This is an optimization exercise on Yosys and OpenROAD, whose aim is small area and a short achievable clock period, not a production implementation. Where RTL was checked, it was by simulation tests only, not by an equivalence proof against the original. The clock port is modelled as an ideal driver; clocking choices that lean on that would not hold on a real chip.

==> inputs of run a <==
Design mole_lane_rx, start of the top module:
module mole_lane_rx (
    input  wire        clk,
    input  wire        rst,
    input  wire        in_valid,
    input  wire [1:0]  in_hdr,
    input  wire [63:0] in_data,
    output reg         out_valid,
    output reg  [1:0]  out_hdr,
    output reg  [63:0] out_data,
    output reg         sig_valid,
    output wire [7:0]  sig_code,
    output wire [39:0] sig_arg,
    output reg         frm_valid,
    output reg         frm_good,
    output reg  [1:0]  frm_class,
    output reg  [15:0] frm_seq,
    output reg  [6:0]  frm_dest,
    output reg  [6:0]  frm_words,
    output reg         aln_valid,
    output reg  [3:0]  aln_lane,
    output reg  [1:0]  aln_port,
    output reg  [15:0] aln_seq,
    output reg  [4:0]  aln_bip_errs,
    output reg  [15:0] cnt_block_err,
    output reg  [15:0] cnt_signal_bad,
    output reg  [15:0] cnt_crc_err,
    output reg  [15:0] cnt_bip_err,
    output reg         frozen,
    output reg         lane_drop
);
export LEC_CHECK = 0
export CAP_MARGIN = 20
export CORE_MARGIN = 2
export CORE_UTILIZATION = 40
export SLEW_MARGIN = 20
create_clock -name core_clock -period 9.0 [get_ports {clk}]
standard.sh (not shown) runs the stock make flow with config.mk's settings and CLKGATE_MAP_FILE= SYNTH_SCRIPT=/design/flow/synth_recipe.tcl, a recipe that flattens the netlist after the stock synthesis.
==> flow/flow/run.sh <==
#!/bin/bash
# Standard layout, with fast port buffers and a tighter setup target for
# timing repair. Each tool's output goes to the ORFS logs under orfs/logs;
# make's own output goes to flow_make.log.
set -euo pipefail
bash standard.sh "BUFFER_PORTS_ARGS=-buffer_cell sky130_fd_sc_hd__buf_2" SETUP_SLACK_MARGIN=6.0 finish > flow_make.log 2>&1
==> run b: changes against run a <==
--- a/flow/design.v
+++ b/flow/design.v
@@ -82,51 +82,54 @@
     reg  [2:0]  sig_dist;     
     reg         s2_sig_bad;   
     reg  [4:0]  bip_h1, bip_h2, bip_h3;
     reg  [11:0] win_blocks;
     reg  [11:0] win_idles;
     assign sig_code = last_msg[7:0];
     assign sig_arg  = last_msg[47:8];
     reg         s1_align;
-    wire [63:0] p1 = out_data;
+    reg  [63:0] p1;
     wire fend_close = s1_fend && in_frame;
     wire in_frame_nx = s1_fsta ? 1'b1 : (s1_fend ? 1'b0 : in_frame);
     wire [7:0]  sig_syn;
     mole_lane_rx_crc8 u_crc8 (.p1(p1), .sig_syn(sig_syn));
     wire        sig_crc_ok = (sig_syn == 8'd0);
     wire        sig_dup    = (sig_dist <= 3'd4) && (p1[55:8] == last_msg);
     wire        sig_good   = s1_sig && sig_crc_ok;
     wire        sig_take   = sig_good && !sig_dup;
-    wire [31:0] crc_in    = s1_fsta ? FSTA_SEED : fcrc;
+    wire [31:0] crc_in    = fcrc;
     wire [31:0] crc_next;
     mole_lane_rx_crc32 u_crc32 (.crc_in(crc_in), .p1(p1), .crc_next(crc_next));
     wire        fend_good = (~fcrc == p1[39:8]) && (fcount == frm_words) &&
                             (frm_words != 7'd0) && (frm_words <= 7'd64);
     wire [6:0]  bip_sum4 = aln_bip_errs + bip_h1 + bip_h2 + bip_h3;
     wire [12:0] idles_now = win_idles + {11'b0, s1_idle};
     wire        s1_valid = out_valid;
     always @(posedge clk) begin
         out_hdr      <= in_hdr;
         out_data     <= payload;
+        p1           <= payload;
         s1_bgrp[0]   <= bip_grp[0];
         s1_bgrp[1]   <= bip_grp[1];
         s1_bgrp[2]   <= bip_grp[2];
         s1_bgrp[3]   <= bip_grp[3];
         aln_bip_errs <= bip_pop;
-        aln_lane     <= out_data[11:8];
-        aln_port     <= out_data[13:12];
-        aln_seq      <= out_data[31:16];
+        aln_lane     <= p1[11:8];
+        aln_port     <= p1[13:12];
+        aln_seq      <= p1[31:16];
         if (s1_fsta) begin
             frm_class <= p1[9:8];
             frm_seq   <= p1[31:16];
             frm_words <= p1[38:32];
             frm_dest  <= p1[46:40];
         end
-        if (s1_fsta || s1_data)
+        if (in_valid && c_fsta)
+            fcrc <= FSTA_SEED;
+        else if (s1_fsta || s1_data)
             fcrc <= crc_next;
         if (s1_fsta)
             fcount <= 7'd0;
         else if (s1_data && !(fcount[6] && fcount[0]))
             fcount <= fcount + 7'd1;
         if (sig_good)
             last_msg <= p1[55:8];
         if (rst) begin
==> flow/flow/run.sh (replaced) <==
#!/bin/bash
# Standard layout, with fast port buffers and a tighter setup target for
# timing repair. Each tool's output goes to the ORFS logs under orfs/logs;
# make's own output goes to flow_make.log.
set -euo pipefail
bash standard.sh "BUFFER_PORTS_ARGS=-buffer_cell sky130_fd_sc_hd__buf_2" SETUP_SLACK_MARGIN=5.8 finish > flow_make.log 2>&1
==> flow/config.mk (replaced) <==
export PLATFORM = sky130hd
export DESIGN_NAME = mole_lane_rx
export DESIGN_NICKNAME = mole_lane_rx
export VERILOG_FILES = /design/flow/design.v
export SDC_FILE = /design/flow/constraint.sdc
export NUM_CORES = 4
export LEC_CHECK = 0
export CAP_MARGIN = 20
export CORE_MARGIN = 2
export CORE_UTILIZATION = 60
export CTS_CLUSTER_DIAMETER = 140
export CTS_CLUSTER_SIZE = 27
export SLEW_MARGIN = 20
==> run c: changes against run a <==
==> flow/flow/run.sh (replaced) <==
#!/bin/bash
# The standard layout (standard.sh, the standard flow's own ORFS flow and synthesis),
# with two changes: the port buffers are buf_2 cells, and timing repair aims
# for 5.8 ns of setup slack. The ORFS tools write their full logs under
# orfs/logs/; make's own output goes to flow_make.log in this folder.
set -euo pipefail
bash standard.sh "BUFFER_PORTS_ARGS=-buffer_cell sky130_fd_sc_hd__buf_2" SETUP_SLACK_MARGIN=5.8 finish > flow_make.log 2>&1
==> qor summary <==
metric	run a	run b	run c
R2r setup slk	5.94 ns	5.80 ns	5.91 ns
Number of clock buffers in the layout	69	26	72
Post-DP Area	26350 µm²	25770 µm²	25950 µm²
Routed wire per std cell	24.30 µm	24.87 µm	23.91 µm
X dimension of the die	247.5 µm	204.1 µm	247.5 µm
Worst setup endpoint	sig_code[4]	out_data[34]	out_data[60]
Capture point of the worst reg-to-reg path	last_msg[19]	s2_sig_bad	fcrc[31]
Gp weighted congestion	0.9750	1.021	0.9679
Fraction of cell area in non-clock buffers	11.98%	6.598%	6.660%
Number of fill cells in the layout	5220	3141	5541
Met2 usage in global routing	44.79%	59.47%	42.20%
Average instance area after synthesis	10.10 µm²	10.43 µm²	10.10 µm²
Share of cell area taken by multi-input logic gates	46.94%	53.65%	49.28%
Met2 wire len	40.97 mm	35.71 mm	38.27 mm
WP depth	1	2	1
Total detailed-routing wirelength	87.74 mm	76.36 mm	82.16 mm
Status	finished clean	finished clean	finished clean
Synth Area in XOR/XNOR	37.83%	37.88%	37.83%
CP max-delay cell	edfxtp_1	dfxtp_1	dfxtp_2
Only the layout flow was run in run b; the RTL was not checked for function there.

========
==> delta <==
Another version of the RTL of mole_lane_rx (not shown whole).
Settings: LEC_CHECK=0, CAP_MARGIN=20, CORE_MARGIN=2, CORE_UTILIZATION=65, SLEW_MARGIN=20; clock period 9.0 ns.
==> flow/flow/run.sh <==
#!/bin/bash
# Standard layout, with fast port buffers and a tighter setup target for
# timing repair. Each tool's output goes to the ORFS logs under orfs/logs;
# make's own output goes to flow_make.log.
set -euo pipefail
bash standard.sh "BUFFER_PORTS_ARGS=-buffer_cell sky130_fd_sc_hd__buf_2" SETUP_SLACK_MARGIN=5.5 finish > flow_make.log 2>&1
==> inputs of garnet, as changes to delta <==
--- a/flow/design.v
+++ b/flow/design.v
@@ -55,85 +55,89 @@
     wire type_known = ctype == T_IDLE || ctype == T_SIG || ctype == T_LINK ||
                       ctype == T_FSTA || ctype == T_FEND;
     wire c_idle = is_sctrl && ctype == T_IDLE;
     wire c_sig  = is_sctrl && ctype == T_SIG;
     wire c_fsta = is_sctrl && ctype == T_FSTA;
     wire c_fend = is_sctrl && ctype == T_FEND;
     wire blk_err = hdr_bad || (is_sctrl && !type_known);
     reg  [15:0] bip;
-    reg         bip_isdiff;
     wire [15:0] bip_blk  = in_data[15:0] ^ in_data[31:16] ^ in_data[47:32] ^
                            in_data[63:48] ^ {14'b0, in_hdr};
-    wire [15:0] bip_base = bip_isdiff ? 16'b0 : bip;
-    wire [15:0] bip_add  = is_align ? in_data[47:32] : bip_blk;
+    wire [15:0] bip_diff = bip ^ in_data[47:32];
     reg  [2:0]  bip_grp [0:3];
+    reg  [2:0]  s1_bgrp [0:3];
     integer g;
     always @(*) begin
         for (g = 0; g < 4; g = g + 1)
-            bip_grp[g] = {2'b0, bip[4*g]} + {2'b0, bip[4*g+1]} +
-                         {2'b0, bip[4*g+2]} + {2'b0, bip[4*g+3]};
+            bip_grp[g] = {2'b0, bip_diff[4*g]} + {2'b0, bip_diff[4*g+1]} +
+                         {2'b0, bip_diff[4*g+2]} + {2'b0, bip_diff[4*g+3]};
     end
-    wire [3:0]  bip_p01 = bip_grp[0] + bip_grp[1];
-    wire [3:0]  bip_p23 = bip_grp[2] + bip_grp[3];
+    wire [3:0]  bip_p01 = s1_bgrp[0] + s1_bgrp[1];
+    wire [3:0]  bip_p23 = s1_bgrp[2] + s1_bgrp[3];
     wire [4:0]  bip_pop = bip_p01 + bip_p23;
     reg s1_data, s1_idle, s1_sig, s1_fsta, s1_fend, s1_err;
     reg         in_frame;
     reg  [31:0] fcrc;
     reg  [6:0]  fcount;       
     reg  [47:0] last_msg;     
     reg  [2:0]  sig_dist;     
+    reg         s2_sig_bad;   
     reg  [4:0]  bip_h1, bip_h2, bip_h3;
     reg  [11:0] win_blocks;
     reg  [11:0] win_idles;
     assign sig_code = last_msg[7:0];
     assign sig_arg  = last_msg[47:8];
     reg         s1_align;
     wire [63:0] p1 = out_data;
     wire fend_close = s1_fend && in_frame;
     wire in_frame_nx = s1_fsta ? 1'b1 : (s1_fend ? 1'b0 : in_frame);
     wire [7:0]  sig_syn;
     mole_lane_rx_crc8 u_crc8 (.p1(p1), .sig_syn(sig_syn));
     wire        sig_crc_ok = (sig_syn == 8'd0);
     wire        sig_dup    = (sig_dist <= 3'd4) && (p1[55:8] == last_msg);
     wire        sig_good   = s1_sig && sig_crc_ok;
     wire        sig_take   = sig_good && !sig_dup;
-    wire [31:0] crc_in    = s1_fsta ? FSTA_SEED : fcrc;
+    wire [31:0] crc_in    = fcrc;
     wire [31:0] crc_next;
     mole_lane_rx_crc32 u_crc32 (.crc_in(crc_in), .p1(p1), .crc_next(crc_next));
     wire        fend_good = (~fcrc == p1[39:8]) && (fcount == frm_words) &&
                             (frm_words != 7'd0) && (frm_words <= 7'd64);
     wire [6:0]  bip_sum4 = aln_bip_errs + bip_h1 + bip_h2 + bip_h3;
     wire [12:0] idles_now = win_idles + {11'b0, s1_idle};
     wire        s1_valid = out_valid;
     always @(posedge clk) begin
         out_hdr      <= in_hdr;
         out_data     <= payload;
-        aln_bip_errs <= bip_pop;
+        s1_bgrp[0]   <= bip_grp[0];
+        s1_bgrp[1]   <= bip_grp[1];
+        s1_bgrp[2]   <= bip_grp[2];
+        s1_bgrp[3]   <= bip_grp[3];
         aln_lane     <= out_data[11:8];
         aln_port     <= out_data[13:12];
         aln_seq      <= out_data[31:16];
         if (s1_fsta) begin
             frm_class <= p1[9:8];
             frm_seq   <= p1[31:16];
             frm_words <= p1[38:32];
             frm_dest  <= p1[46:40];
         end
-        if (s1_fsta || s1_data)
+        if (in_valid && c_fsta)
+            fcrc <= FSTA_SEED;
+        else if (s1_fsta || s1_data)
             fcrc <= crc_next;
         if (s1_fsta)
             fcount <= 7'd0;
         else if (s1_data && !(fcount[6] && fcount[0]))
             fcount <= fcount + 7'd1;
         if (sig_good)
             last_msg <= p1[55:8];
         if (rst) begin
             hist          <= 58'b0;
             bip           <= 16'b0;
-            bip_isdiff    <= 1'b0;
             s1_align      <= 1'b0;
             out_valid     <= 1'b0;
             aln_valid     <= 1'b0;
             s1_data       <= 1'b0;
             s1_idle       <= 1'b0;
             s1_sig        <= 1'b0;
             s1_fsta       <= 1'b0;
             s1_fend       <= 1'b0;
@@ -142,17 +146,19 @@
             frm_valid     <= 1'b0;
             frm_good      <= 1'b0;
             cnt_block_err <= 16'b0;
             cnt_signal_bad<= 16'b0;
             cnt_crc_err   <= 16'b0;
             cnt_bip_err   <= 16'b0;
             frozen        <= 1'b0;
             lane_drop     <= 1'b0;
+            aln_bip_errs  <= 5'b0;
             sig_dist      <= 3'd7;
+            s2_sig_bad    <= 1'b0;
             in_frame      <= 1'b0;
             bip_h1        <= 5'b0;
             bip_h2        <= 5'b0;
             bip_h3        <= 5'b0;
             win_blocks    <= 12'b0;
             win_idles     <= 12'b0;
         end else begin
             out_valid <= in_valid;
@@ -162,37 +168,41 @@
             s1_idle   <= in_valid && c_idle;
             s1_sig    <= in_valid && c_sig;
             s1_fsta   <= in_valid && c_fsta;
             s1_fend   <= in_valid && c_fend;
             s1_err    <= in_valid && blk_err;
             if (in_valid) begin
                 if (!is_raw)
                     hist <= in_data[63:6];
-                bip        <= bip_base ^ bip_add;
-                bip_isdiff <= is_align;
+                if (is_align)
+                    bip <= 16'b0;
+                else
+                    bip <= bip ^ bip_blk;
             end
             frm_valid <= (in_valid && c_fsta && in_frame_nx) || fend_close;
             frm_good  <= fend_close && fend_good;
             in_frame <= in_frame_nx;
             if (frm_valid && !frm_good)
                 cnt_crc_err <= cnt_crc_err + 16'd1;
             if (s1_err)
                 cnt_block_err <= cnt_block_err + 16'd1;
             sig_valid <= sig_take;
             if (sig_take)
                 sig_dist <= 3'd1;
             else if (s1_valid && sig_dist != 3'd7)
                 sig_dist <= sig_dist + 3'd1;
-            if (s1_sig && !sig_crc_ok)
+            s2_sig_bad <= s1_sig && !sig_crc_ok;
+            if (s2_sig_bad)
                 cnt_signal_bad <= cnt_signal_bad + 16'd1;
+            aln_bip_errs <= s1_align ? bip_pop : 5'd0;
+            cnt_bip_err  <= cnt_bip_err + {11'b0, aln_bip_errs};
+            if (bip_sum4 >= 7'd16)
+                lane_drop <= 1'b1;
             if (aln_valid) begin
-                cnt_bip_err <= cnt_bip_err + {11'b0, aln_bip_errs};
-                if (bip_sum4 >= 7'd16)
-                    lane_drop <= 1'b1;
                 bip_h3 <= bip_h2;
                 bip_h2 <= bip_h1;
                 bip_h1 <= aln_bip_errs;
             end
             if (s1_valid) begin
                 if (win_blocks == 12'd4095) begin
                     if (idles_now > 13'd3686)
                         frozen <= 1'b1;
==> flow/flow/run.sh (replaced) <==
#!/bin/bash
# Standard layout, with fast port buffers and a tighter setup target for
# timing repair. Each tool's output goes to the ORFS logs under orfs/logs;
# make's own output goes to flow_make.log.
set -euo pipefail
bash standard.sh "BUFFER_PORTS_ARGS=-buffer_cell sky130_fd_sc_hd__buf_2" SETUP_SLACK_MARGIN=5.8 finish > flow_make.log 2>&1
==> flow/config.mk (replaced) <==
export PLATFORM = sky130hd
export DESIGN_NAME = mole_lane_rx
export DESIGN_NICKNAME = mole_lane_rx
export VERILOG_FILES = /design/flow/design.v
export SDC_FILE = /design/flow/constraint.sdc
export NUM_CORES = 4
export LEC_CHECK = 0
export CAP_MARGIN = 0
export CORE_MARGIN = 2
export CORE_UTILIZATION = 60
export CTS_CLUSTER_DIAMETER = 140
export CTS_CLUSTER_SIZE = 27
export SLEW_MARGIN = 0
==> run notes <==
Hold Crit Endpoint hist[16]; met3 WL 8.14 mm; Register Area 0.00933 mm^2; Hold Path Depth 2; outcome timing/DRC/antenna clean; fin crit share 35.9%; final wirelength 76.2 mm; Signal buffers 352; clk sinks 420; synth top area cells dfxtp_1, xnor2_1, xor2_1
Source of the figures above: garnet

==> run notes <==
outcome timing/DRC/antenna clean; fin crit share 39.4%; clk sinks 408; synth top area cells dfxtp_1, xnor2_1, edfxtp_1; met3 WL 8.59 mm
Source of the figures above: delta

Only the layout flow was run in delta; the RTL was not checked for function there.

========
==> inputs of trial 5 <==
Starting RTL as in the previous note.
Settings: LEC_CHECK=0, CAP_MARGIN=20, CORE_MARGIN=2, CORE_UTILIZATION=40, SLEW_MARGIN=20; clock period 9.0 ns.
==> flow/flow/run.sh <==
#!/bin/bash
# Standard layout, with fast port buffers and a tighter setup target for
# timing repair. Each tool's output goes to the ORFS logs under orfs/logs;
# make's own output goes to flow_make.log.
set -euo pipefail
bash standard.sh "BUFFER_PORTS_ARGS=-buffer_cell sky130_fd_sc_hd__buf_2" SETUP_SLACK_MARGIN=5.5 finish > flow_make.log 2>&1
==> build 42: changes against trial 5 <==
--- a/flow/design.v
+++ b/flow/design.v
@@ -57,33 +57,33 @@
     wire c_idle = is_sctrl && ctype == T_IDLE;
     wire c_sig  = is_sctrl && ctype == T_SIG;
     wire c_fsta = is_sctrl && ctype == T_FSTA;
     wire c_fend = is_sctrl && ctype == T_FEND;
     wire blk_err = hdr_bad || (is_sctrl && !type_known);
     reg  [15:0] bip;
-    reg         bip_isdiff;
     wire [15:0] bip_blk  = in_data[15:0] ^ in_data[31:16] ^ in_data[47:32] ^
                            in_data[63:48] ^ {14'b0, in_hdr};
-    wire [15:0] bip_base = bip_isdiff ? 16'b0 : bip;
-    wire [15:0] bip_add  = is_align ? in_data[47:32] : bip_blk;
+    wire [15:0] bip_diff = bip ^ in_data[47:32];
     reg  [2:0]  bip_grp [0:3];
+    reg  [2:0]  s1_bgrp [0:3];
     integer g;
     always @(*) begin
         for (g = 0; g < 4; g = g + 1)
-            bip_grp[g] = {2'b0, bip[4*g]} + {2'b0, bip[4*g+1]} +
-                         {2'b0, bip[4*g+2]} + {2'b0, bip[4*g+3]};
+            bip_grp[g] = {2'b0, bip_diff[4*g]} + {2'b0, bip_diff[4*g+1]} +
+                         {2'b0, bip_diff[4*g+2]} + {2'b0, bip_diff[4*g+3]};
     end
-    wire [3:0]  bip_p01 = bip_grp[0] + bip_grp[1];
-    wire [3:0]  bip_p23 = bip_grp[2] + bip_grp[3];
+    wire [3:0]  bip_p01 = s1_bgrp[0] + s1_bgrp[1];
+    wire [3:0]  bip_p23 = s1_bgrp[2] + s1_bgrp[3];
     wire [4:0]  bip_pop = bip_p01 + bip_p23;
     reg s1_data, s1_idle, s1_sig, s1_fsta, s1_fend, s1_err;
     reg         in_frame;
     reg  [31:0] fcrc;
     reg  [6:0]  fcount;       
     reg  [47:0] last_msg;     
     reg  [2:0]  sig_dist;     
+    reg         s2_sig_bad;   
     reg  [4:0]  bip_h1, bip_h2, bip_h3;
     reg  [11:0] win_blocks;
     reg  [11:0] win_idles;
     assign sig_code = last_msg[7:0];
     assign sig_arg  = last_msg[47:8];
     reg         s1_align;
@@ -93,45 +93,49 @@
     wire [7:0]  sig_syn;
     mole_lane_rx_crc8 u_crc8 (.p1(p1), .sig_syn(sig_syn));
     wire        sig_crc_ok = (sig_syn == 8'd0);
     wire        sig_dup    = (sig_dist <= 3'd4) && (p1[55:8] == last_msg);
     wire        sig_good   = s1_sig && sig_crc_ok;
     wire        sig_take   = sig_good && !sig_dup;
-    wire [31:0] crc_in    = s1_fsta ? FSTA_SEED : fcrc;
+    wire [31:0] crc_in    = fcrc;
     wire [31:0] crc_next;
     mole_lane_rx_crc32 u_crc32 (.crc_in(crc_in), .p1(p1), .crc_next(crc_next));
     wire        fend_good = (~fcrc == p1[39:8]) && (fcount == frm_words) &&
                             (frm_words != 7'd0) && (frm_words <= 7'd64);
     wire [6:0]  bip_sum4 = aln_bip_errs + bip_h1 + bip_h2 + bip_h3;
     wire [12:0] idles_now = win_idles + {11'b0, s1_idle};
     wire        s1_valid = out_valid;
     always @(posedge clk) begin
         out_hdr      <= in_hdr;
         out_data     <= payload;
-        aln_bip_errs <= bip_pop;
+        s1_bgrp[0]   <= bip_grp[0];
+        s1_bgrp[1]   <= bip_grp[1];
+        s1_bgrp[2]   <= bip_grp[2];
+        s1_bgrp[3]   <= bip_grp[3];
         aln_lane     <= out_data[11:8];
         aln_port     <= out_data[13:12];
         aln_seq      <= out_data[31:16];
         if (s1_fsta) begin
             frm_class <= p1[9:8];
             frm_seq   <= p1[31:16];
             frm_words <= p1[38:32];
             frm_dest  <= p1[46:40];
         end
-        if (s1_fsta || s1_data)
+        if (in_valid && c_fsta)
+            fcrc <= FSTA_SEED;
+        else if (s1_fsta || s1_data)
             fcrc <= crc_next;
         if (s1_fsta)
             fcount <= 7'd0;
         else if (s1_data && !(fcount[6] && fcount[0]))
             fcount <= fcount + 7'd1;
         if (sig_good)
             last_msg <= p1[55:8];
         if (rst) begin
             hist          <= 58'b0;
             bip           <= 16'b0;
-            bip_isdiff    <= 1'b0;
             s1_align      <= 1'b0;
             out_valid     <= 1'b0;
             aln_valid     <= 1'b0;
             s1_data       <= 1'b0;
             s1_idle       <= 1'b0;
             s1_sig        <= 1'b0;
@@ -144,13 +148,15 @@
             cnt_block_err <= 16'b0;
             cnt_signal_bad<= 16'b0;
             cnt_crc_err   <= 16'b0;
             cnt_bip_err   <= 16'b0;
             frozen        <= 1'b0;
             lane_drop     <= 1'b0;
+            aln_bip_errs  <= 5'b0;
             sig_dist      <= 3'd7;
+            s2_sig_bad    <= 1'b0;
             in_frame      <= 1'b0;
             bip_h1        <= 5'b0;
             bip_h2        <= 5'b0;
             bip_h3        <= 5'b0;
             win_blocks    <= 12'b0;
             win_idles     <= 12'b0;
@@ -164,14 +170,16 @@
             s1_fsta   <= in_valid && c_fsta;
             s1_fend   <= in_valid && c_fend;
             s1_err    <= in_valid && blk_err;
             if (in_valid) begin
                 if (!is_raw)
                     hist <= in_data[63:6];
-                bip        <= bip_base ^ bip_add;
-                bip_isdiff <= is_align;
+                if (is_align)
+                    bip <= 16'b0;
+                else
+                    bip <= bip ^ bip_blk;
             end
             frm_valid <= (in_valid && c_fsta && in_frame_nx) || fend_close;
             frm_good  <= fend_close && fend_good;
             in_frame <= in_frame_nx;
             if (frm_valid && !frm_good)
                 cnt_crc_err <= cnt_crc_err + 16'd1;
@@ -179,18 +187,20 @@
                 cnt_block_err <= cnt_block_err + 16'd1;
             sig_valid <= sig_take;
             if (sig_take)
                 sig_dist <= 3'd1;
             else if (s1_valid && sig_dist != 3'd7)
                 sig_dist <= sig_dist + 3'd1;
-            if (s1_sig && !sig_crc_ok)
+            s2_sig_bad <= s1_sig && !sig_crc_ok;
+            if (s2_sig_bad)
                 cnt_signal_bad <= cnt_signal_bad + 16'd1;
+            aln_bip_errs <= s1_align ? bip_pop : 5'd0;
+            cnt_bip_err  <= cnt_bip_err + {11'b0, aln_bip_errs};
+            if (bip_sum4 >= 7'd16)
+                lane_drop <= 1'b1;
             if (aln_valid) begin
-                cnt_bip_err <= cnt_bip_err + {11'b0, aln_bip_errs};
-                if (bip_sum4 >= 7'd16)
-                    lane_drop <= 1'b1;
                 bip_h3 <= bip_h2;
                 bip_h2 <= bip_h1;
                 bip_h1 <= aln_bip_errs;
             end
             if (s1_valid) begin
                 if (win_blocks == 12'd4095) begin
==> flow/flow/run.sh (replaced) <==
#!/bin/bash
# Standard layout, with fast port buffers and a tighter setup target for
# timing repair. Each tool's output goes to the ORFS logs under orfs/logs;
# make's own output goes to flow_make.log.
set -euo pipefail
bash standard.sh "BUFFER_PORTS_ARGS=-buffer_cell sky130_fd_sc_hd__buf_2" SETUP_SLACK_MARGIN=5.8 finish > flow_make.log 2>&1
Settings changed: CORE_UTILIZATION 40 to 75, CTS_CLUSTER_DIAMETER set to 140, CTS_CLUSTER_SIZE set to 27, PLACE_DENSITY set to 0.85.
==> build 98: changes against trial 5 <==
--- a/flow/design.v
+++ b/flow/design.v
@@ -57,33 +57,33 @@
     wire c_idle = is_sctrl && ctype == T_IDLE;
     wire c_sig  = is_sctrl && ctype == T_SIG;
     wire c_fsta = is_sctrl && ctype == T_FSTA;
     wire c_fend = is_sctrl && ctype == T_FEND;
     wire blk_err = hdr_bad || (is_sctrl && !type_known);
     reg  [15:0] bip;
-    reg         bip_isdiff;
     wire [15:0] bip_blk  = in_data[15:0] ^ in_data[31:16] ^ in_data[47:32] ^
                            in_data[63:48] ^ {14'b0, in_hdr};
-    wire [15:0] bip_base = bip_isdiff ? 16'b0 : bip;
-    wire [15:0] bip_add  = is_align ? in_data[47:32] : bip_blk;
+    wire [15:0] bip_diff = bip ^ in_data[47:32];
     reg  [2:0]  bip_grp [0:3];
+    reg  [2:0]  s1_bgrp [0:3];
     integer g;
     always @(*) begin
         for (g = 0; g < 4; g = g + 1)
-            bip_grp[g] = {2'b0, bip[4*g]} + {2'b0, bip[4*g+1]} +
-                         {2'b0, bip[4*g+2]} + {2'b0, bip[4*g+3]};
+            bip_grp[g] = {2'b0, bip_diff[4*g]} + {2'b0, bip_diff[4*g+1]} +
+                         {2'b0, bip_diff[4*g+2]} + {2'b0, bip_diff[4*g+3]};
     end
-    wire [3:0]  bip_p01 = bip_grp[0] + bip_grp[1];
-    wire [3:0]  bip_p23 = bip_grp[2] + bip_grp[3];
+    wire [3:0]  bip_p01 = s1_bgrp[0] + s1_bgrp[1];
+    wire [3:0]  bip_p23 = s1_bgrp[2] + s1_bgrp[3];
     wire [4:0]  bip_pop = bip_p01 + bip_p23;
     reg s1_data, s1_idle, s1_sig, s1_fsta, s1_fend, s1_err;
     reg         in_frame;
     reg  [31:0] fcrc;
     reg  [6:0]  fcount;       
     reg  [47:0] last_msg;     
     reg  [2:0]  sig_dist;     
+    reg         s2_sig_bad;   
     reg  [4:0]  bip_h1, bip_h2, bip_h3;
     reg  [11:0] win_blocks;
     reg  [11:0] win_idles;
     assign sig_code = last_msg[7:0];
     assign sig_arg  = last_msg[47:8];
     reg         s1_align;
@@ -93,45 +93,50 @@
     wire [7:0]  sig_syn;
     mole_lane_rx_crc8 u_crc8 (.p1(p1), .sig_syn(sig_syn));
     wire        sig_crc_ok = (sig_syn == 8'd0);
     wire        sig_dup    = (sig_dist <= 3'd4) && (p1[55:8] == last_msg);
     wire        sig_good   = s1_sig && sig_crc_ok;
     wire        sig_take   = sig_good && !sig_dup;
-    wire [31:0] crc_in    = s1_fsta ? FSTA_SEED : fcrc;
+    wire [31:0] crc_in    = fcrc;
     wire [31:0] crc_next;
     mole_lane_rx_crc32 u_crc32 (.crc_in(crc_in), .p1(p1), .crc_next(crc_next));
     wire        fend_good = (~fcrc == p1[39:8]) && (fcount == frm_words) &&
                             (frm_words != 7'd0) && (frm_words <= 7'd64);
     wire [6:0]  bip_sum4 = aln_bip_errs + bip_h1 + bip_h2 + bip_h3;
     wire [12:0] idles_now = win_idles + {11'b0, s1_idle};
     wire        s1_valid = out_valid;
     always @(posedge clk) begin
         out_hdr      <= in_hdr;
         out_data     <= payload;
+        s1_bgrp[0]   <= bip_grp[0];
+        s1_bgrp[1]   <= bip_grp[1];
+        s1_bgrp[2]   <= bip_grp[2];
+        s1_bgrp[3]   <= bip_grp[3];
         aln_bip_errs <= bip_pop;
         aln_lane     <= out_data[11:8];
         aln_port     <= out_data[13:12];
         aln_seq      <= out_data[31:16];
         if (s1_fsta) begin
             frm_class <= p1[9:8];
             frm_seq   <= p1[31:16];
             frm_words <= p1[38:32];
             frm_dest  <= p1[46:40];
         end
-        if (s1_fsta || s1_data)
+        if (in_valid && c_fsta)
+            fcrc <= FSTA_SEED;
+        else if (s1_fsta || s1_data)
             fcrc <= crc_next;
         if (s1_fsta)
             fcount <= 7'd0;
         else if (s1_data && !(fcount[6] && fcount[0]))
             fcount <= fcount + 7'd1;
         if (sig_good)
             last_msg <= p1[55:8];
         if (rst) begin
             hist          <= 58'b0;
             bip           <= 16'b0;
-            bip_isdiff    <= 1'b0;
             s1_align      <= 1'b0;
             out_valid     <= 1'b0;
             aln_valid     <= 1'b0;
             s1_data       <= 1'b0;
             s1_idle       <= 1'b0;
             s1_sig        <= 1'b0;
@@ -145,12 +150,13 @@
             cnt_signal_bad<= 16'b0;
             cnt_crc_err   <= 16'b0;
             cnt_bip_err   <= 16'b0;
             frozen        <= 1'b0;
             lane_drop     <= 1'b0;
             sig_dist      <= 3'd7;
+            s2_sig_bad    <= 1'b0;
             in_frame      <= 1'b0;
             bip_h1        <= 5'b0;
             bip_h2        <= 5'b0;
             bip_h3        <= 5'b0;
             win_blocks    <= 12'b0;
             win_idles     <= 12'b0;
@@ -164,14 +170,16 @@
             s1_fsta   <= in_valid && c_fsta;
             s1_fend   <= in_valid && c_fend;
             s1_err    <= in_valid && blk_err;
             if (in_valid) begin
                 if (!is_raw)
                     hist <= in_data[63:6];
-                bip        <= bip_base ^ bip_add;
-                bip_isdiff <= is_align;
+                if (is_align)
+                    bip <= 16'b0;
+                else
+                    bip <= bip ^ bip_blk;
             end
             frm_valid <= (in_valid && c_fsta && in_frame_nx) || fend_close;
             frm_good  <= fend_close && fend_good;
             in_frame <= in_frame_nx;
             if (frm_valid && !frm_good)
                 cnt_crc_err <= cnt_crc_err + 16'd1;
@@ -179,13 +187,14 @@
                 cnt_block_err <= cnt_block_err + 16'd1;
             sig_valid <= sig_take;
             if (sig_take)
                 sig_dist <= 3'd1;
             else if (s1_valid && sig_dist != 3'd7)
                 sig_dist <= sig_dist + 3'd1;
-            if (s1_sig && !sig_crc_ok)
+            s2_sig_bad <= s1_sig && !sig_crc_ok;
+            if (s2_sig_bad)
                 cnt_signal_bad <= cnt_signal_bad + 16'd1;
             if (aln_valid) begin
                 cnt_bip_err <= cnt_bip_err + {11'b0, aln_bip_errs};
                 if (bip_sum4 >= 7'd16)
                     lane_drop <= 1'b1;
                 bip_h3 <= bip_h2;
==> flow/flow/run.sh (replaced) <==
#!/bin/bash
# Standard layout, with fast port buffers and a tighter setup target for
# timing repair. Each tool's output goes to the ORFS logs under orfs/logs;
# make's own output goes to flow_make.log.
set -euo pipefail
bash standard.sh "BUFFER_PORTS_ARGS=-buffer_cell sky130_fd_sc_hd__buf_2" SETUP_SLACK_MARGIN=5.8 finish > flow_make.log 2>&1
Settings changed: CORE_UTILIZATION 40 to 60, CTS_CLUSTER_DIAMETER set to 140, CTS_CLUSTER_SIZE set to 27.
==> trial 33: changes against trial 5 <==
--- a/flow/design.v
+++ b/flow/design.v
@@ -57,33 +57,33 @@
     wire c_idle = is_sctrl && ctype == T_IDLE;
     wire c_sig  = is_sctrl && ctype == T_SIG;
     wire c_fsta = is_sctrl && ctype == T_FSTA;
     wire c_fend = is_sctrl && ctype == T_FEND;
     wire blk_err = hdr_bad || (is_sctrl && !type_known);
     reg  [15:0] bip;
-    reg         bip_isdiff;
     wire [15:0] bip_blk  = in_data[15:0] ^ in_data[31:16] ^ in_data[47:32] ^
                            in_data[63:48] ^ {14'b0, in_hdr};
-    wire [15:0] bip_base = bip_isdiff ? 16'b0 : bip;
-    wire [15:0] bip_add  = is_align ? in_data[47:32] : bip_blk;
+    wire [15:0] bip_diff = bip ^ in_data[47:32];
     reg  [2:0]  bip_grp [0:3];
+    reg  [2:0]  s1_bgrp [0:3];
     integer g;
     always @(*) begin
         for (g = 0; g < 4; g = g + 1)
-            bip_grp[g] = {2'b0, bip[4*g]} + {2'b0, bip[4*g+1]} +
-                         {2'b0, bip[4*g+2]} + {2'b0, bip[4*g+3]};
+            bip_grp[g] = {2'b0, bip_diff[4*g]} + {2'b0, bip_diff[4*g+1]} +
+                         {2'b0, bip_diff[4*g+2]} + {2'b0, bip_diff[4*g+3]};
     end
-    wire [3:0]  bip_p01 = bip_grp[0] + bip_grp[1];
-    wire [3:0]  bip_p23 = bip_grp[2] + bip_grp[3];
+    wire [3:0]  bip_p01 = s1_bgrp[0] + s1_bgrp[1];
+    wire [3:0]  bip_p23 = s1_bgrp[2] + s1_bgrp[3];
     wire [4:0]  bip_pop = bip_p01 + bip_p23;
     reg s1_data, s1_idle, s1_sig, s1_fsta, s1_fend, s1_err;
     reg         in_frame;
     reg  [31:0] fcrc;
     reg  [6:0]  fcount;       
     reg  [47:0] last_msg;     
     reg  [2:0]  sig_dist;     
+    reg         s2_sig_bad;   
     reg  [4:0]  bip_h1, bip_h2, bip_h3;
     reg  [11:0] win_blocks;
     reg  [11:0] win_idles;
     assign sig_code = last_msg[7:0];
     assign sig_arg  = last_msg[47:8];
     reg         s1_align;
@@ -93,45 +93,49 @@
     wire [7:0]  sig_syn;
     mole_lane_rx_crc8 u_crc8 (.p1(p1), .sig_syn(sig_syn));
     wire        sig_crc_ok = (sig_syn == 8'd0);
     wire        sig_dup    = (sig_dist <= 3'd4) && (p1[55:8] == last_msg);
     wire        sig_good   = s1_sig && sig_crc_ok;
     wire        sig_take   = sig_good && !sig_dup;
-    wire [31:0] crc_in    = s1_fsta ? FSTA_SEED : fcrc;
+    wire [31:0] crc_in    = fcrc;
     wire [31:0] crc_next;
     mole_lane_rx_crc32 u_crc32 (.crc_in(crc_in), .p1(p1), .crc_next(crc_next));
     wire        fend_good = (~fcrc == p1[39:8]) && (fcount == frm_words) &&
                             (frm_words != 7'd0) && (frm_words <= 7'd64);
     wire [6:0]  bip_sum4 = aln_bip_errs + bip_h1 + bip_h2 + bip_h3;
     wire [12:0] idles_now = win_idles + {11'b0, s1_idle};
     wire        s1_valid = out_valid;
     always @(posedge clk) begin
         out_hdr      <= in_hdr;
         out_data     <= payload;
-        aln_bip_errs <= bip_pop;
+        s1_bgrp[0]   <= bip_grp[0];
+        s1_bgrp[1]   <= bip_grp[1];
+        s1_bgrp[2]   <= bip_grp[2];
+        s1_bgrp[3]   <= bip_grp[3];
         aln_lane     <= out_data[11:8];
         aln_port     <= out_data[13:12];
         aln_seq      <= out_data[31:16];
         if (s1_fsta) begin
             frm_class <= p1[9:8];
             frm_seq   <= p1[31:16];
             frm_words <= p1[38:32];
             frm_dest  <= p1[46:40];
         end
-        if (s1_fsta || s1_data)
+        if (in_valid && c_fsta)
+            fcrc <= FSTA_SEED;
+        else if (s1_fsta || s1_data)
             fcrc <= crc_next;
         if (s1_fsta)
             fcount <= 7'd0;
         else if (s1_data && !(fcount[6] && fcount[0]))
             fcount <= fcount + 7'd1;
         if (sig_good)
             last_msg <= p1[55:8];
         if (rst) begin
             hist          <= 58'b0;
             bip           <= 16'b0;
-            bip_isdiff    <= 1'b0;
             s1_align      <= 1'b0;
             out_valid     <= 1'b0;
             aln_valid     <= 1'b0;
             s1_data       <= 1'b0;
             s1_idle       <= 1'b0;
             s1_sig        <= 1'b0;
@@ -144,13 +148,15 @@
             cnt_block_err <= 16'b0;
             cnt_signal_bad<= 16'b0;
             cnt_crc_err   <= 16'b0;
             cnt_bip_err   <= 16'b0;
             frozen        <= 1'b0;
             lane_drop     <= 1'b0;
+            aln_bip_errs  <= 5'b0;
             sig_dist      <= 3'd7;
+            s2_sig_bad    <= 1'b0;
             in_frame      <= 1'b0;
             bip_h1        <= 5'b0;
             bip_h2        <= 5'b0;
             bip_h3        <= 5'b0;
             win_blocks    <= 12'b0;
             win_idles     <= 12'b0;
@@ -164,14 +170,16 @@
             s1_fsta   <= in_valid && c_fsta;
             s1_fend   <= in_valid && c_fend;
             s1_err    <= in_valid && blk_err;
             if (in_valid) begin
                 if (!is_raw)
                     hist <= in_data[63:6];
-                bip        <= bip_base ^ bip_add;
-                bip_isdiff <= is_align;
+                if (is_align)
+                    bip <= 16'b0;
+                else
+                    bip <= bip ^ bip_blk;
             end
             frm_valid <= (in_valid && c_fsta && in_frame_nx) || fend_close;
             frm_good  <= fend_close && fend_good;
             in_frame <= in_frame_nx;
             if (frm_valid && !frm_good)
                 cnt_crc_err <= cnt_crc_err + 16'd1;
@@ -179,18 +187,20 @@
                 cnt_block_err <= cnt_block_err + 16'd1;
             sig_valid <= sig_take;
             if (sig_take)
                 sig_dist <= 3'd1;
             else if (s1_valid && sig_dist != 3'd7)
                 sig_dist <= sig_dist + 3'd1;
-            if (s1_sig && !sig_crc_ok)
+            s2_sig_bad <= s1_sig && !sig_crc_ok;
+            if (s2_sig_bad)
                 cnt_signal_bad <= cnt_signal_bad + 16'd1;
+            aln_bip_errs <= s1_align ? bip_pop : 5'd0;
+            cnt_bip_err  <= cnt_bip_err + {11'b0, aln_bip_errs};
+            if (bip_sum4 >= 7'd16)
+                lane_drop <= 1'b1;
             if (aln_valid) begin
-                cnt_bip_err <= cnt_bip_err + {11'b0, aln_bip_errs};
-                if (bip_sum4 >= 7'd16)
-                    lane_drop <= 1'b1;
                 bip_h3 <= bip_h2;
                 bip_h2 <= bip_h1;
                 bip_h1 <= aln_bip_errs;
             end
             if (s1_valid) begin
                 if (win_blocks == 12'd4095) begin
==> flow/flow/run.sh (replaced) <==
#!/bin/bash
set -euo pipefail
bash standard.sh "BUFFER_PORTS_ARGS=-buffer_cell sky130_fd_sc_hd__buf_2" SETUP_SLACK_MARGIN=5.8 "POST_CTS_TCL=$PWD/flow/post_cts.tcl" finish > flow_make.log 2>&1
==> flow/flow/post_cts.tcl (new file) <==
# After CTS and its timing repair: downsize cells that have slack to spare,
# keeping the same setup target as the repair.
report_worst_slack -max
report_design_area
repair_timing -recover_power 100 -setup_margin $::env(SETUP_SLACK_MARGIN) -verbose
detailed_placement
check_placement -verbose
report_worst_slack -max
report_design_area
Settings changed: CORE_UTILIZATION 40 to 60, CTS_CLUSTER_DIAMETER set to 140, CTS_CLUSTER_SIZE set to 27.
==> run notes <==
critical path, cell by cell - buf_4 -> xnor2_1 -> xnor2_1 -> xnor3_1 -> xnor2_1 -> a2111o_1 -> nor2b_4 -> buf_12 -> and3_2
Initial Utilization - 0.763
Reg clk slew, reported paths - 0.12 ns
Arr. time, crit path - 4.10 ns
# clk buffers - 26
bufs w/o clock - 355
status - timing/DRC/antenna clean
mux share of post-synthesis cell area - 0.00901
Simple-Gate Fraction of Synth Area - 0.115
[end of results for build 42]
==> run notes <==
status - timing/DRC/antenna clean
post-route clock period utilization - 0.367
Setup crit end kind - flop
Arr. time, crit path - 3.71 ns
mux share of post-synthesis cell area - 0.00901
critical path, cell by cell - xor2_1 -> xnor2_1 -> xnor3_1 -> or3_1 -> a2111o_1 -> nor2b_4 -> buf_4 -> nor4b_4
share of layout cells above drive strength 1 - 0.107
setup_tns - 0 ns
Initial Utilization - 0.606
crit path buf inv count - 1
Simple-Gate Fraction of Synth Area - 0.115
[end of results for trial 33]
==> run notes <==
Simple-Gate Fraction of Synth Area - 0.121
WHS Endpoint - aln_valid
# rows - 88
most frequent cells in the layout - 574 x xnor2_1, 311 x buf_2, 296 x xor2_1
Max Buffers Root-to-Sink - 3
mux share of post-synthesis cell area - 0.0108
status - timing/DRC/antenna clean
Initial Utilization - 0.404
bufs w/o clock - 344
CP Launch Point - out_data[46]
critical path, cell by cell - xnor3_1 -> xnor3_2 -> xor3_1 -> nand3_1 -> a211o_1 -> a2111oi_4 -> buf_12 -> and2_4
Post-CTS Setup Repair Bufs - 0
# setup viols final - 0
Reg clk slew, reported paths - 0.06 ns
[end of results for trial 5]
==> run notes <==
# clk buffers - 27
Initial Utilization - 0.606
Top class by area - multi-input combinational cells
Arr. time, crit path - 1.41 ns
status - timing/DRC/antenna clean
critical path, cell by cell - buf_2
dpl ws - 4.67 ns
Reg clk slew, reported paths - 0.10 ns
Syn Area/Cell - 10.4 um^2
Simple-Gate Fraction of Synth Area - 0.115
Yosys reg bits - 420
bufs w/o clock - 334
sequential fraction of the synthesis area - 0.383
[end of results for build 98]
No functional check of the RTL was part of trial 5.

==> static timing again, ports no longer ideal <==
No port has a modelled driver above. Below, the same layouts with a new extraction and two added sets of constraints.
Step 1: set_driving_cell puts a clkbuf_16 on clk and a buf_2 on each other input, an assumption about the parent block.
Step 2, shift: input delay + t, output delay - t, t = (earliest + latest rising clock arrival at the registers) / 2. This alone moves slack from input paths to output paths.
Slacks: no drivers / after step 1 / after step 2; pairs: no drivers / after step 1.
run | t (ns) | setup slack, ns | worst data-port slew with drivers (ns)
run a | 0.655 | 5.899 / 5.836 / 5.388 | 0.09
run b | 0.603 | 5.793 / 5.734 / 5.290 | 0.06
run c | 0.656 | 5.811 / 5.750 / 5.220 | 0.07
delta | 0.635 | 5.455 / 5.420 / 4.951 | 0.04
garnet | 0.601 | 5.773 / 5.715 / 5.254 | 0.07
trial 5 | 0.648 | 5.498 / 5.448 / 4.973 | 0.04
build 42 | 0.617 | 5.200 / 5.200 / 4.998 | 0.06
build 98 | 0.618 | 5.794 / 5.737 / 5.215 | 0.05
trial 33 | 0.601 | 5.694 / 5.694 / 5.263 | 0.07
After both steps setup and hold are still met in every run listed. The setup slack of run c, which loses most, moves by -0.061 ns with the drivers and by -0.591 ns with both steps.
